Context: an optimization exercise on an open-source flow, tuned for small area, a short achievable clock period and few clock cycles per item. The choices shown serve that exercise and are no tape-out recipe.
Function was checked by simulation only, so behaviour that the tests miss may differ from the original.
Power is estimated from default activity; no workload was simulated.

==> flow/design.v <==
module div_sqrt (
    input  wire        clk,
    input  wire        rst,
    input  wire        in_valid,
    output wire        in_ready,
    input  wire        op,         
    input  wire [31:0] a,
    input  wire [31:0] b,
    input  wire [4:0]  s,
    output reg         out_valid,
    output wire [31:0] result,
    output reg         sat
);
    localparam [1:0] S_IDLE = 2'd0, S_NORM = 2'd1, S_ITER = 2'd2, S_FIN = 2'd3;
    reg [1:0]  state;
    reg [5:0]  cnt;           
    reg        r_op;
    reg        r_aneg;        
    reg        r_neg;         
    reg [4:0]  r_s;
    reg [4:0]  za, zb;        
    reg        a_zero, b_zero;
    reg        a_ovf, b_ovf;   
    reg        f_force;       
    reg        f_zero;        
    reg        f_sat;         
    reg        f_neg;         
    reg [33:0] R;             
    reg [31:0] D;             
    reg        Ds;
    reg [33:0] Q;             
    assign in_ready = (state == S_IDLE) || (state == S_FIN);
    wire   accept   = in_valid && in_ready;
    assign result   = Q[31:0];
    wire [31:0] a_abs = a[31] ? (32'd0 - a) : a;
    wire [31:0] r_in  = (op && s[0]) ? {a[30:0], 1'b0} : a_abs;
    function [4:0] lzc32;
        input [31:0] x;
        reg   [15:0] h;
        reg   [7:0]  g;
        reg   [3:0]  f;
        reg   [1:0]  e;
        begin
            lzc32[4] = ~|x[31:16];
            h        = lzc32[4] ? x[15:0] : x[31:16];
            lzc32[3] = ~|h[15:8];
            g        = lzc32[3] ? h[7:0] : h[15:8];
            lzc32[2] = ~|g[7:4];
            f        = lzc32[2] ? g[3:0] : g[7:4];
            lzc32[1] = ~|f[3:2];
            e        = lzc32[1] ? f[1:0] : f[3:2];
            lzc32[0] = ~e[1];
        end
    endfunction
    wire [4:0]  la_in = lzc32((op && s[0]) ? {a[30:0], 1'b0} : (a ^ {32{a[31]}}));
    wire [4:0]  lb_in = lzc32(b ^ {32{b[31]}});
    wire [4:0]  las   = {za[4:1], 1'b0};         
    wire [31:0] ash   = R[31:0] << (r_op ? las : za);
    wire [32:0] bsh   = {Ds, D} << zb;
    wire        a_sh_ovf = ~ash[31] & ~a_zero;
    wire        b_sh_ovf = Ds & ~|bsh[31:0];
    wire [31:0] an    = {r_op ? ash[31] : ~a_zero, ash[30:0]};
    wire [32:0] bn    = bsh;
    wire [7:0]  e_nov     = {3'd0, r_s} - {3'd0, za} + {3'd0, zb};   
    wire [5:0]  last_sqrt = 6'd16 + {2'd0, r_s[4:1]} - {2'd0, za[4:1]};
    wire [5:0]  last_n    = r_op ? last_sqrt : (e_nov[5:0] + 6'd1);
    reg  [5:0]  last_r;
    reg         lo_m, lo_0, lo_p, hi_m, hi_0, hi_p;    
    wire        e_low     = (a_ovf & ~b_ovf) ? lo_p : (~a_ovf & b_ovf) ? lo_m : lo_0;  
    wire        e_high    = (a_ovf & ~b_ovf) ? hi_p : (~a_ovf & b_ovf) ? hi_m : hi_0;  
    wire        force_c   = r_op ? (r_aneg | a_zero)
                                 : (b_zero | a_zero | e_low | e_high);
    wire        fzero_c   = r_op | (b_zero ? a_zero : (a_zero | e_low));
    wire        fsat_c    = r_op ? r_aneg : (b_zero | (~a_zero & e_high));
    wire        fneg_c    = b_zero ? r_aneg : r_neg;
    wire        force_n   = r_op ? (r_aneg | a_zero) : (b_zero | a_zero);
    wire        fzero_n   = r_op | a_zero;
    wire        fsat_n    = r_op ? r_aneg : b_zero;
    wire        rnd    = (state == S_IDLE) || (state == S_FIN);
    wire        m      = ~R[33];               
    wire        k      = m ^ Ds;               
    wire [35:0] x      = rnd ? 36'd0 : {R[33:0], r_op ? Q[33:32] : 2'b00};
    wire [35:0] t      = {{2{Ds ^ k}}, D ^ {32{k}}, rnd | r_op | k, rnd | r_op | k};
    wire        cin    = rnd ? (r_neg ^ up) : (~r_op & k);
    wire [36:0] sum1   = {x, 1'b1} + {t, cin};            
    wire [35:0] sum    = sum1[36:1];
    wire        qb     = ~sum[35];
    wire [33:0] base   = Q;
    wire [32:0] bh     = base[33:1];
    wire        sticky = |R;                   
    wire        up     = base[0] & (r_op | sticky | base[1]);
    wire        ovf    = r_neg ? (bh[32] | (bh[31] & (|bh[30:0] | up)))
                               : (|bh[32:31] | (&bh[30:0] & up));
    wire [31:0] sres   = sum[33:2];
    wire [31:0] fin_res = f_force ? (f_zero ? 32'd0 : (f_neg ? 32'h8000_0000 : 32'h7FFF_FFFF))
                        : ovf     ? (r_neg ? 32'h8000_0000 : 32'h7FFF_FFFF)
                        :           sres;
    wire        fin_sat = f_force ? f_sat : ovf;
    always @(posedge clk) begin
        if (rst) begin
            state     <= S_IDLE;
            out_valid <= 1'b0;
        end else begin
            out_valid <= (state == S_FIN);
            case (state)
                S_NORM:  state <= force_n ? S_FIN : S_ITER;
                S_ITER:  if (force_c || cnt == last_r) state <= S_FIN;
                default: state <= accept ? S_NORM : S_IDLE;
            endcase
        end
    end
    always @(posedge clk) begin
        sat <= fin_sat;              
        if (accept) begin
            r_op   <= op;
            r_aneg <= a[31];
            r_neg  <= ~op & (a[31] ^ b[31]);
            r_s    <= s;
            za     <= la_in;
            zb     <= lb_in;
            a_zero <= ~|a;
            b_zero <= ~|b;
        end
        case (state)
            S_NORM: begin
                a_ovf   <= a_sh_ovf;
                b_ovf   <= b_sh_ovf;
                cnt     <= {6{~r_op & a_sh_ovf}};    
                last_r  <= last_n;
                lo_m    <= e_nov[7];
                lo_0    <= e_nov[7] & (e_nov != 8'hFF);
                lo_p    <= e_nov[7] & (e_nov < 8'hFE);
                hi_m    <= ~e_nov[7] & (e_nov[6:0] > 7'd33);
                hi_0    <= ~e_nov[7] & (e_nov[6:0] > 7'd32);
                hi_p    <= ~e_nov[7] & (e_nov[6:0] > 7'd31);
                f_force <= force_n;
                f_zero  <= fzero_n;
                f_sat   <= fsat_n;
                f_neg   <= fneg_c;
                if (!r_op) begin
                    R <= {2'b00, an};
                    {Ds, D} <= bn;
                    Q <= 34'd0;
                end else begin
                    R <= 34'd0;
                    {Ds, D} <= 33'd0;
                    Q <= {an, 2'b00};
                end
            end
            S_ITER: begin
                f_force <= force_c;
                f_zero  <= fzero_c;
                f_sat   <= fsat_c;
                f_neg   <= fneg_c;
                cnt     <= cnt + 6'd1;
                if (cnt == last_r)
                    Ds  <= qb ^ r_neg;           
                if (!r_op) begin
                    R <= sum[34:1];
                    Q <= {Q[32:0], qb};
                    if (cnt == last_r)
                        D <= Q[31:0];
                end else begin
                    R <= sum[33:0];
                    if (cnt == last_r) begin
                        Q <= {1'b0, D, qb};
                    end else begin
                        D <= {D[30:0], qb};
                        Q <= {Q[31:0], 2'b00};
                    end
                end
            end
            default: begin   
                Q   <= {2'd0, fin_res};
                cnt <= 6'd0;
                f_force <= force_c;
                f_zero  <= fzero_c;
                f_sat   <= fsat_c;
                f_neg   <= fneg_c;
                R   <= {2'b00, r_in};
                D   <= b;
                Ds  <= b[31];
            end
        endcase
    end
endmodule
clock: 7.0 ns
lec_check: 0
abc_clock_period_in_ps: 2500
cap_margin: 20
core_margin: 2
core_utilization: 40
place_density_lb_addon: 0.2
setup_slack_margin: 3.0
slew_margin: 20
run.sh (not shown) runs the stock make flow with config.mk's settings and CLKGATE_MAP_FILE= SYNTH_SCRIPT=/design/flow/synth_recipe.tcl, a recipe that flattens the netlist after the stock synthesis.
The first run completed without violations.
Testbench counts at the start, summed over its fixed seeds: cycles 37,466, items 2,400.
Next try:
PLACE_DENSITY_LB_ADDON = not set   (was 0.2)
SETUP_SLACK_MARGIN = 2.8   (was 3.0)
Outcome:
- The new run finished with timing, DRC and antenna clean
- wire length goes down by 2.2%
- setup slack got worse by 0.050 ns
- cell count goes down by 0.98%
- sequential share of layout area goes up by 0.41 points
- power goes down by 4.9%
- sequential power hardly moves
- via count goes down by 1.3%
- global-route usage goes down by 0.49 points
- worst hold slack improved by 0.0098 ns
Next try:
CORE_UTILIZATION = 45   (was 40)
GPL_ROUTABILITY_DRIVEN = 0   (was not set)
SETUP_SLACK_MARGIN = 3.0   (was 2.8)
=> The new run went through all stages and came out clean. Power goes down by 0.49%. Final cell count shrinks by 2.3%. Worst setup slack got worse by 0.0095 ns. Routed wire length falls by 3.7%. Design area hardly moves. First-iteration DRC count shrinks by 1.5%. Via count is higher by 1.4%.
Next try:
CORE_UTILIZATION = 40   (was 45)
GPL_ROUTABILITY_DRIVEN = not set   (was 0)
SETUP_SLACK_MARGIN = 3.15   (was 3.0)
=> Area after synthesis does not change. Cell count climbs by 4.2%. Utilization drops by 4.4 points. Design area climbs by 3.1%. Worst hold slack loses 0.021 ns. Global-route usage drops by 2.4 points. Register-to-register slack gains 0.11 ns. Setup slack gains 0.11 ns. Clock power stays flat.

* * *

== tundra ==
Starts from the design.v that is shown in full above.
==> flow/config.mk <==
export PLATFORM = sky130hd
export DESIGN_NAME = div_sqrt
export DESIGN_NICKNAME = div_sqrt
export VERILOG_FILES = /design/flow/design.v
export SDC_FILE = /design/flow/constraint.sdc
export NUM_CORES = 4
export LEC_CHECK = 0
export ABC_CLOCK_PERIOD_IN_PS = 2500
export CAP_MARGIN = 20
export CORE_MARGIN = 2
export CORE_UTILIZATION = 30
export SETUP_SLACK_MARGIN = 3.0
export SLEW_MARGIN = 20
==> flow/constraint.sdc <==
create_clock -name core_clock -period 7.0 [get_ports {clk}]
set_input_delay 1.4000 -clock core_clock [delete_from_list [all_inputs] [get_ports {clk}]]
set_output_delay 1.4000 -clock core_clock [all_outputs]
set_load 0.01 [all_outputs]
Testbench counts of tundra, summed over its fixed seeds: cycles 37,466, items 2,400.
[inputs] quartz vs tundra
- CORE_UTILIZATION changed from 30 to 50
[summary]
- Summary of quartz over tundra: total non-filler cell area in the finished layout has remained practically unchanged, met1 wire length has decreased.
- quartz — post-placement worst setup slack 0.14 ns higher, tundra as reference
- quartz against tundra: critical path depth increased 7; cell count decreased about 10%; total number of nets in the final design increased about 0.7%.
Here is what was changed in the inputs of onyx compared with quartz.
- CORE_UTILIZATION: 50 -> 60
### Flow results
Compared with quartz, in onyx growth of design area from synthesis to finish shows a reduction of 2.1 points, routed wire length went down. Delta (onyx minus quartz): area of all placed cells without fillers moved down; clock power saw an increase.

[port drivers added, routing unchanged]
No port has a modelled driver above. Below, the same layouts with a new extraction and two added sets of constraints.
Step 1 sets driving cells, clkbuf_16 on the clock port and buf_2 on the other inputs (assumed; they add their load-dependent delay and slew).
Step 2 adds t to the input delays and takes it off the output delays; t is the mean of the earliest and latest rising clock arrival at the registers after step 1. Input paths then give back, and output paths get back, about the clock's delay inside the block.
Three values: no drivers, after step 1, after step 2; two values: the first two.
run	t, ns	setup WS [ns]	worst hold slack (ns)	worst setup path after step 2
the first run of note 1	0.512	2.903 / 2.903 / 2.520	0.513 / 0.513 / 0.513	input to register
the second run of note 1	0.515	2.853 / 2.853 / 2.381	0.523 / 0.523 / 0.523	input to register
the third run of note 1	0.513	2.844 / 2.844 / 2.594	0.524 / 0.525 / 0.525	input to register
the fourth run of note 1	0.524	2.957 / 2.957 / 2.643	0.504 / 0.504 / 0.504	input to register
tundra	0.509	2.838 / 2.838 / 2.498	0.505 / 0.505 / 0.505	input to register
quartz	0.514	2.835 / 2.835 / 2.599	0.506 / 0.506 / 0.506	input to register
onyx	0.514	2.780 / 2.780 / 2.517	0.510 / 0.510 / 0.510	input to register
After both steps setup and hold are still met in every run listed. For the second run of note 1, which loses most, drivers alone change the setup slack by 0.000 ns; drivers and shift together by -0.472 ns.
